From an optimization exercise on the open Yosys and OpenROAD flow, aimed at small area and a short achievable clock period; shortcuts taken in it are not production practice.
Where RTL was checked, it was by simulation tests only, not by an equivalence proof against the original.

## the reference run
## ecc_codec
module ecc_codec (
    input  wire        clk,
    input  wire        rst,
    input  wire        in_valid,
    input  wire        in_decode,
    input  wire [1:0]  in_code,
    input  wire [63:0] in_data,
    input  wire [14:0] in_chk,
    output wire        out_valid,
    output wire [63:0] out_data,
    output wire [14:0] out_chk,
    output wire [1:0]  out_status
);
Settings: LEC_CHECK=0, CAP_MARGIN=20, CORE_MARGIN=2, CORE_UTILIZATION=55, PLACE_DENSITY=0.7, SLEW_MARGIN=20; clock period 13.0 ns.
standard.sh (not shown) runs the stock make flow with config.mk's settings and CLKGATE_MAP_FILE= SYNTH_SCRIPT=/design/flow/synth_recipe.tcl, a recipe that flattens the netlist after the stock synthesis.
==> flow/flow/run.sh <==
#!/bin/bash
# Own layout flow: the standard layout (standard.sh, unchanged synthesis and
# steps) with these changes:
#  - the port buffers that global placement puts on every input and output are
#    sky130_fd_sc_hd__buf_1 cells instead of ORFS's default choice;
#  - clock tree synthesis clusters up to 32 flip-flops under each leaf buffer
#    (clkbuf_16) and inserts no dummy loads;
#  - timing repair aims for 9.45 ns of setup slack (a 3.55 ns period) instead of 0.
# Each tool's full output is kept: ORFS writes its per-step logs under
# orfs/logs/, and this script keeps the make output in standard.log.
set -euo pipefail
cd "$(dirname "$0")/.."
export BUFFER_PORTS_ARGS="-buffer_cell sky130_fd_sc_hd__buf_1"
export CTS_ARGS="-sink_clustering_enable -repair_clock_nets -sink_clustering_size 32 -sink_clustering_max_diameter 80 -buf_list sky130_fd_sc_hd__clkbuf_16 -dont_use_dummy_load"
export SETUP_SLACK_MARGIN=9.45
bash standard.sh > standard.log 2>&1
What the trial run does differently from the reference run at the input level:
- PLACE_DENSITY changed from 0.7 to 0.6
- CORE_UTILIZATION changed from 55 to 40
==> flow/flow/run.sh <==
#!/bin/bash
# Own layout flow: the standard layout (standard.sh, unchanged synthesis and
# steps) with two changes:
#  - the port buffers that global placement puts on every input and output are
#    sky130_fd_sc_hd__buf_1 cells instead of ORFS's default choice;
#  - clock tree synthesis clusters up to 24 flip-flops under each leaf buffer
#    (clkbuf_16) and inserts no dummy loads;
#  - timing repair aims for 9.3 ns of setup slack (a 3.7 ns period) instead of 0.
# Each tool's full output is kept: ORFS writes its per-step logs under
# orfs/logs/, and this script keeps the make output in standard.log.
set -euo pipefail
cd "$(dirname "$0")/.."
export BUFFER_PORTS_ARGS="-buffer_cell sky130_fd_sc_hd__buf_1"
export CTS_ARGS="-sink_clustering_enable -repair_clock_nets -sink_clustering_size 24 -sink_clustering_max_diameter 100 -buf_list sky130_fd_sc_hd__clkbuf_16 -dont_use_dummy_load"
export SETUP_SLACK_MARGIN=9.3
bash standard.sh > standard.log 2>&1
Results
The cell area after placement number comes out higher for the trial run vs the reference run. [compare] base=the reference run new=the trial run: area taken by multi-input logic gates fell about 0.9%; growth of design area from synthesis to finish fell 1.1 points.

========
## run 5
Another version of the RTL of ecc_codec (not shown whole).
Size in the first run: about 2,300 cells after synthesis, about 470 flip-flops, roughly 21,000 um2 of cells after synthesis.
Settings: LEC_CHECK=0, CAP_MARGIN=20, CORE_MARGIN=2, CORE_UTILIZATION=40, PLACE_DENSITY=0.6, SLEW_MARGIN=20; clock period 13.0 ns.
==> flow/flow/run.sh <==
#!/bin/bash
# Own layout flow: the standard layout (standard.sh, unchanged synthesis and
# steps) with two changes:
#  - the port buffers that global placement puts on every input and output are
#    sky130_fd_sc_hd__buf_1 cells instead of ORFS's default choice;
#  - clock tree synthesis clusters up to 24 flip-flops under each leaf buffer
#    (clkbuf_16) and inserts no dummy loads.
# Each tool's full output is kept: ORFS writes its per-step logs under
# orfs/logs/, and this script keeps the make output in standard.log.
set -euo pipefail
cd "$(dirname "$0")/.."
export BUFFER_PORTS_ARGS="-buffer_cell sky130_fd_sc_hd__buf_1"
export CTS_ARGS="-sink_clustering_enable -repair_clock_nets -sink_clustering_size 24 -sink_clustering_max_diameter 100 -buf_list sky130_fd_sc_hd__clkbuf_16 -dont_use_dummy_load"
bash standard.sh > standard.log 2>&1
Modified inputs, run 1 compared to run 5
diff --git a/flow/flow/run.sh b/flow/flow/run.sh
--- a/flow/flow/run.sh
+++ b/flow/flow/run.sh
@@ -7 +7,2 @@
-#    (clkbuf_16) and inserts no dummy loads.
+#    (clkbuf_16) and inserts no dummy loads;
+#  - timing repair aims for 9.3 ns of setup slack (a 3.7 ns period) instead of 0.
@@ -13,0 +15 @@
+export SETUP_SLACK_MARGIN=9.3
Notes after the runs:
On met1 wire length: run 1 sits below run 5.
From run 5 to run 1, mean cell area of the mapped netlist did not move at all.
Going from run 5 to run 1, net count reported at finish grows by 12.
On number of violations reported at the end of detailed-routing iteration 0: between run 5 and run 1, it ends up lower for run 1.
Run 1 vs. run 5: worst setup slack went up by 600 ps.
For the share of the final layout cell area in multi-input gates, run 1 came in 0.28 points lower than run 5 did.
Between run 5 and run 1, the difference in sum of routed wire length over all layers is negligible.
Function was not checked in any run of this note: the RTL went through the layout flow alone.

========
run A:
Another version of the RTL of ecc_codec (not shown whole).
Size: about 2,000 cells after synthesis, ~110 flip-flops, ~170 I/O pins.
Design ecc_codec, start of the top module:
module ecc_codec (
    input  wire        clk,
    input  wire        rst,
    input  wire        in_valid,
    input  wire        in_decode,
    input  wire [1:0]  in_code,
    input  wire [63:0] in_data,
    input  wire [14:0] in_chk,
    output wire        out_valid,
    output wire [63:0] out_data,
    output wire [14:0] out_chk,
    output wire [1:0]  out_status
);
Settings: LEC_CHECK=0, CAP_MARGIN=20, CORE_MARGIN=2, CORE_UTILIZATION=40, PLACE_DENSITY=0.6, SETUP_SLACK_MARGIN=4, SLEW_MARGIN=20; clock period 13.0 ns.
run.sh (not shown) runs the stock make flow with config.mk's settings and CLKGATE_MAP_FILE= SYNTH_SCRIPT=/design/flow/synth_recipe.tcl, a recipe that flattens the netlist after the stock synthesis.
Stock flow here: none of the scripts above is used.
Relative to run A, the following input files were edited for run B:
- SETUP_SLACK_MARGIN removed (was 4)
Notes after the runs:
- Looking at the reports, run B completed the entire flow and the layout it produced met the timing, DRC and antenna checks.
- [compare] base=run A new=run B: share of synthesized cell area in full adder, half adder and majority cells shows no meaningful change, number of hold-repair buffers added at the cts stage held steady.
- Going from run A to run B, count of multi-input gates went down by 6.
- Summary — final cell count, run B relative to run A: lower, by 7.7%.
- Relative to run A, time the final worst path needs with I/O delays and setup has increased by 1.60 ns in run B.
- Between run A and run B, the cell count along the critical path is lower for run B.
- Relative to run A, the overall routed net length measured on run B has decreased by a little under 10%.
- Routed wirelength normalized by instance count was higher in run A than in run B.
- Between run A and run B, the worst hold slack across all endpoints is higher for run A.
diff inputs: run B => run C
- putting SETUP_SLACK_MARGIN at 2 where nothing was set
==> comparison <==
Run C | stages: all done | timing, DRC, antenna: all pass. Mean number of vias per cell delta for run C relative to run B: 0.055 higher. Across both runs, post-CTS setup repair buffer count was higher for run C than for run B. Of run B and run C, the run reporting the higher highest clock rate was run C. In the metrics for run B and run C, the one carrying the higher non-clock buffer count is run C. For length of routed met3 wiring, dividing the value from run C by the value from run B gives 1.14.

========
## run a
Another version of the RTL of ecc_codec (not shown whole).
For scale: ~2300 cells after synthesis, roughly 490 flip-flops.
// ecc_codec
module ecc_codec (
    input  wire        clk,
    input  wire        rst,
    input  wire        in_valid,
    input  wire        in_decode,
    input  wire [1:0]  in_code,
    input  wire [63:0] in_data,
    input  wire [14:0] in_chk,
    output wire        out_valid,
    output wire [63:0] out_data,
    output wire [14:0] out_chk,
    output wire [1:0]  out_status
);
==> flow/config.mk <==
export PLATFORM = sky130hd
export DESIGN_NAME = ecc_codec
export DESIGN_NICKNAME = ecc_codec
export VERILOG_FILES = /design/flow/design.v
export SDC_FILE = /design/flow/constraint.sdc
export NUM_CORES = 4
export LEC_CHECK = 0
export CAP_MARGIN = 20
export CORE_MARGIN = 2
export CORE_UTILIZATION = 40
export PLACE_DENSITY = 0.6
export SLEW_MARGIN = 20
==> flow/constraint.sdc <==
create_clock -name core_clock -period 13.0 [get_ports {clk}]
set_input_delay 2.6000 -clock core_clock [delete_from_list [all_inputs] [get_ports {clk}]]
set_output_delay 2.6000 -clock core_clock [all_outputs]
set_load 0.01 [all_outputs]
Having completed the whole flow, run a delivered a layout that passed the timing, DRC and antenna checks.
### run a -> run b
Settings: CTS_BUF_LIST: unset -> sky130_fd_sc_hd__clkbuf_4 sky130_fd_sc_hd__clkbuf_8; CTS_CLUSTER_SIZE: unset -> 30.
==> flow/flow/run.sh (new file) <==
#!/bin/bash
# Own layout flow: the standard layout (standard.sh, unchanged synthesis and
# steps), with the port buffers that global placement inserts on every input and
# output made from sky130_fd_sc_hd__buf_1 cells instead of ORFS's default choice.
# Each tool's full output is kept: ORFS writes its per-step logs under
# orfs/logs/, and this script keeps the make output in standard.log.
set -euo pipefail
cd "$(dirname "$0")/.."
export BUFFER_PORTS_ARGS="-buffer_cell sky130_fd_sc_hd__buf_1"
bash standard.sh > standard.log 2>&1
==> flow/standard.sh (new file) <==
#!/bin/bash
# synth_recipe.tcl (not shown) runs the flow's synth.tcl, then flattens the netlist and writes it again
# the make line also repeats each setting of config.mk as NAME=value (left out here)
make -C /OpenROAD-flow-scripts/flow DESIGN_CONFIG=/design/flow/config.mk WORK_HOME=/design/flow/orfs CLKGATE_MAP_FILE= SYNTH_SCRIPT=/design/flow/synth_recipe.tcl "${@:-finish}"
removed: flow/run.sh
## What came out
- Run a -> run b: total vias in the final route increased slightly
- Global routing met3 resource utilization: run b and run a compared, higher one is run b
- On clock latency on the worst-skew pair: run b sits above run a.
- Run b against run a: wire length -1.8%.
- NOTE average vias per placed instance run a->run b decreased slightly
- Total of max-cap violations came out exactly the same in run b and run a.
No run of this note included a check of the RTL's function; only the layout flow was run.

-- separate check: timing with driven ports --
Ports are ideal in the flow. The routed layouts listed here were re-timed in OpenROAD. Step 1 (the two cells are an assumption about what drives the block):
set clk [get_ports {clk}]
set_driving_cell -lib_cell sky130_fd_sc_hd__clkbuf_16 $clk
set_driving_cell -lib_cell sky130_fd_sc_hd__buf_2 [delete_from_list [all_inputs] $clk]
Step 2 moves the port delays by t, midway between the first and last clock arrival at a register: inputs arrive t later, outputs are due t later. That takes back most of the time a late clock gives input paths. a / b / c = no drivers / after step 1 / after step 2; a / b = the first two.
run	t, ns	setup WS [ns]	worst setup path at the end	latest minus earliest clock arrival (ns)
the reference run	0.589	9.343 / 9.293 / 9.473	register to register	0.073 / 0.074
the trial run	0.613	9.319 / 9.266 / 9.394	register to register	0.049 / 0.050
run 5	0.611	8.726 / 8.726 / 8.726	register to register	0.053 / 0.053
run 1	0.609	9.322 / 9.263 / 9.498	register to register	0.053 / 0.053
run A of note 3	0.396	2.072 / 2.024 / 2.420	register to output	0.011 / 0.012
run B of note 3	0.413	0.468 / 0.418 / 0.831	register to output	0.016 / 0.016
run C of note 3	0.412	2.104 / 2.055 / 2.467	register to output	0.015 / 0.015
run a of note 4	0.658	8.784 / 8.728 / 9.022	register to register	0.044 / 0.044
run b of note 4	0.706	8.731 / 8.731 / 8.731	register to register	0.056 / 0.056
After both steps setup and hold are still met in every run listed.
